Source: an optimization exercise on an open RTL-to-GDS flow (aim: small area and a short achievable clock period). Production flows keep margins and buffers that such runs may drop. Only simulation tests tie the RTL to the original design; equivalence was not proved. Power is estimated from default activity; no workload was simulated.

==> flow/design.v (excerpt) <==
module ca_channel (
    input  wire        clk,
    input  wire        rst,         
    input  wire        start,       
    input  wire        upd,         
    input  wire [5:0]  prn,         
    input  wire [5:0]  noise_prn,   
    input  wire [1:0]  dsel,        
    input  wire [7:0]  moff,        
    input  wire [31:0] fc,          
    input  wire [31:0] fk,          
    input  wire        s_valid,
    input  wire [7:0]  s_i,
    input  wire [7:0]  s_q,
    output reg         dump_valid,
    output wire [31:0] ve_i, ve_q,
    output wire [31:0] e_i,  e_q,
    output wire [31:0] p_i,  p_q,
    output wire [31:0] l_i,  l_q,
    output wire [31:0] vl_i, vl_q,
    output wire [31:0] n_i,  n_q,
    output wire [31:0] m_i,  m_q,
    output wire [63:0] carr_phase,
    output wire [31:0] code_frac
);
clock: 10.0 ns
lec_check: 0
cap_margin: 20
core_margin: 2
core_utilization: 55
slew_margin: 20
standard.sh (not shown) runs the stock make flow with config.mk's settings and CLKGATE_MAP_FILE= SYNTH_SCRIPT=/design/flow/synth_recipe.tcl, a recipe that flattens the netlist after the stock synthesis.
==> flow/flow/run.sh <==
#!/bin/bash
# The standard ORFS layout (standard.sh, standard synthesis), with:
#  - timing repair aimed at a 6.7 ns setup margin against the design's 10 ns clock
#    (SDC unchanged), so the layout closes well under the clock period;
#  - resizing not held to the same cell footprint;
#  - ports buffered with buf_1 instead of the default delay buffer.
set -euo pipefail
bash standard.sh SETUP_SLACK_MARGIN=6.7 MATCH_CELL_FOOTPRINT=0 \
  "BUFFER_PORTS_ARGS=-buffer_cell sky130_fd_sc_hd__buf_1" finish > standard_make.log 2>&1
Edit:
==> flow/flow/run.sh (replaced) <==
#!/bin/bash
# The standard ORFS layout (standard.sh, standard synthesis), with:
#  - timing repair aimed at a 6.3 ns setup margin against the design's 10 ns clock
#    (SDC unchanged), so the layout closes well under the clock period;
#  - resizing not held to the same cell footprint;
#  - ports buffered with buf_1 instead of the default delay buffer.
set -euo pipefail
bash standard.sh SETUP_SLACK_MARGIN=6.3 MATCH_CELL_FOOTPRINT=0 \
  "BUFFER_PORTS_ARGS=-buffer_cell sky130_fd_sc_hd__buf_1" finish > standard_make.log 2>&1
The new run completed without violations.
Power came out lower by 1.6%.
Routed wire length fell by 2.9%.
Fmax came out lower by 2.7%.
Global-route usage falls by 0.41 points.

---

ca_channel, a different RTL version from the one above (not shown whole).
Size: roughly 1400 flip-flops, roughly 650 I/O pins.
==> flow/design.v (excerpt) <==
module ca_channel (
    input  wire        clk,
    input  wire        rst,         
    input  wire        start,       
    input  wire        upd,         
    input  wire [5:0]  prn,         
    input  wire [5:0]  noise_prn,   
    input  wire [1:0]  dsel,        
    input  wire [7:0]  moff,        
    input  wire [31:0] fc,          
    input  wire [31:0] fk,          
    input  wire        s_valid,
    input  wire [7:0]  s_i,
    input  wire [7:0]  s_q,
    output reg         dump_valid,
    output wire [31:0] ve_i, ve_q,
    output wire [31:0] e_i,  e_q,
    output wire [31:0] p_i,  p_q,
    output wire [31:0] l_i,  l_q,
    output wire [31:0] vl_i, vl_q,
    output wire [31:0] n_i,  n_q,
    output wire [31:0] m_i,  m_q,
    output wire [63:0] carr_phase,
    output wire [31:0] code_frac
);
clock: 10.0 ns
lec_check: 0
cap_margin: 20
core_margin: 2
core_utilization: 78
cts_cluster_diameter: 64
cts_cluster_size: 28
place_density: 0.75
slew_margin: 20
==> flow/flow/run.sh <==
#!/bin/bash
# The standard ORFS layout (standard.sh, standard synthesis), with:
#  - timing repair aimed at a 6.7 ns setup margin against the design's 10 ns clock
#    (SDC unchanged), so the layout closes well under the clock period;
#  - resizing not held to the same cell footprint;
#  - ports buffered with buf_1 instead of the default delay buffer.
# make's output goes to standard_make.log; ORFS keeps each step's log under orfs/logs.
set -euo pipefail
bash standard.sh SETUP_SLACK_MARGIN=6.7 MATCH_CELL_FOOTPRINT=0 \
  "BUFFER_PORTS_ARGS=-buffer_cell sky130_fd_sc_hd__buf_1" finish > standard_make.log 2>&1
Then changed:
Settings changed: CORE_UTILIZATION 78 to 65, CTS_CLUSTER_DIAMETER 64 to unset, CTS_CLUSTER_SIZE 28 to unset, PLACE_DENSITY 0.75 to unset.
After rerunning:
- The new run finished clean
- fmax drops slightly
- power went up by about a fifth
- final area rises by a few percent
- wire length went down by a few percent
- die area rose by about a fifth
- sequential share of layout area is lower by 2.4 points
- register-to-register slack improved by 0.05 ns
- synthesized area is unchanged
- sequential cell count does not change
Then changed:
--- a/flow/flow/run.sh
+++ b/flow/flow/run.sh
@@ -3 +3 @@
-#  - timing repair aimed at a 6.7 ns setup margin against the design's 10 ns clock
+#  - timing repair aimed at a 6.55 ns setup margin against the design's 10 ns clock
@@ -9 +9 @@
-bash standard.sh SETUP_SLACK_MARGIN=6.7 MATCH_CELL_FOOTPRINT=0 \
+bash standard.sh SETUP_SLACK_MARGIN=6.55 MATCH_CELL_FOOTPRINT=0 \
Settings changed: CORE_UTILIZATION 65 to 72, CTS_CLUSTER_DIAMETER set to 60, CTS_CLUSTER_SIZE set to 24.
The changed run completed with no timing, DRC or antenna violations.
Sequential share of layout area rose by 2.1 points.
Wire length fell by 0.76%.
Area after synthesis is unchanged.
Utilization goes up by 4.6 points.
Clock skew stays flat.
Combinational power barely changes.
Then changed:
--- a/flow/flow/run.sh
+++ b/flow/flow/run.sh
@@ -3 +3 @@
-#  - timing repair aimed at a 6.55 ns setup margin against the design's 10 ns clock
+#  - timing repair aimed at a 6.7 ns setup margin against the design's 10 ns clock
@@ -9 +9 @@
-bash standard.sh SETUP_SLACK_MARGIN=6.55 MATCH_CELL_FOOTPRINT=0 \
+bash standard.sh SETUP_SLACK_MARGIN=6.7 MATCH_CELL_FOOTPRINT=0 \
Settings changed: CORE_UTILIZATION 72 to 80, CTS_CLUSTER_DIAMETER 60 to 64, CTS_CLUSTER_SIZE 24 to 28, PLACE_DENSITY set to 0.85.
After rerunning: Final cell count came out lower by 1.9%; final area drops by 0.57%; power shrinks by 3.6%; routed wire length climbs by 8.1%; maximum frequency grows by 0.63%; register-to-register slack gets better by 0.06 ns.
Then changed:
Settings changed: CORE_UTILIZATION 80 to 72, CTS_CLUSTER_DIAMETER 64 to 60, CTS_CLUSTER_SIZE 28 to 24, PLACE_DENSITY 0.85 to unset.
After rerunning: Cell area goes up by 0.95%. Routed wire length goes down by 7.3%. Via count goes down by 3.5%. Core utilization goes down by 7.6 points. First-iteration DRC count goes down by 12%. Setup slack is worse by 0.0092 ns. Die area goes up by 11%. Register-to-register slack is better by 0.06 ns. Global-route usage goes down by 5.7 points. Synthesized cell count stays the same. Fmax hardly moves.

-- afterwards: timing with drivers on the ports --
How much do the figures lean on ideal ports? The routed layouts below were timed once more, with nothing changed but the port constraints. Step 1 assumes that a clkbuf_16 drives the clock port and a buf_2 every other input. Step 2, shift: input delay + t, output delay - t, t = (earliest + latest rising clock arrival at the registers) / 2. This alone moves slack from input paths to output paths. Three values: no drivers, after step 1, after step 2; two values: the first two.
run | t, ns | slack for setup (ns) | hold WS [ns]
the first run of note 1 | 0.814 | 6.433 / 6.433 / 6.084 | 0.327 / 0.327 / 0.327
the second run of note 1 | 0.807 | 6.335 / 6.335 / 6.041 | 0.324 / 0.324 / 0.324
the first run of note 2 | 0.744 | 6.618 / 6.544 / 6.126 | 0.331 / 0.331 / 0.331
the second run of note 2 | 0.818 | 6.568 / 6.494 / 6.210 | 0.324 / 0.324 / 0.324
the third run of note 2 | 0.768 | 6.570 / 6.495 / 6.098 | 0.332 / 0.332 / 0.332
the fourth run of note 2 | 0.748 | 6.592 / 6.521 / 6.176 | 0.332 / 0.332 / 0.332
the fifth run of note 2 | 0.744 | 6.582 / 6.510 / 6.185 | 0.329 / 0.329 / 0.329
After both steps setup and hold are still met in every run listed. The setup slack of the first run of note 2, which loses most, moves by -0.074 ns with the drivers and by -0.492 ns with both steps.
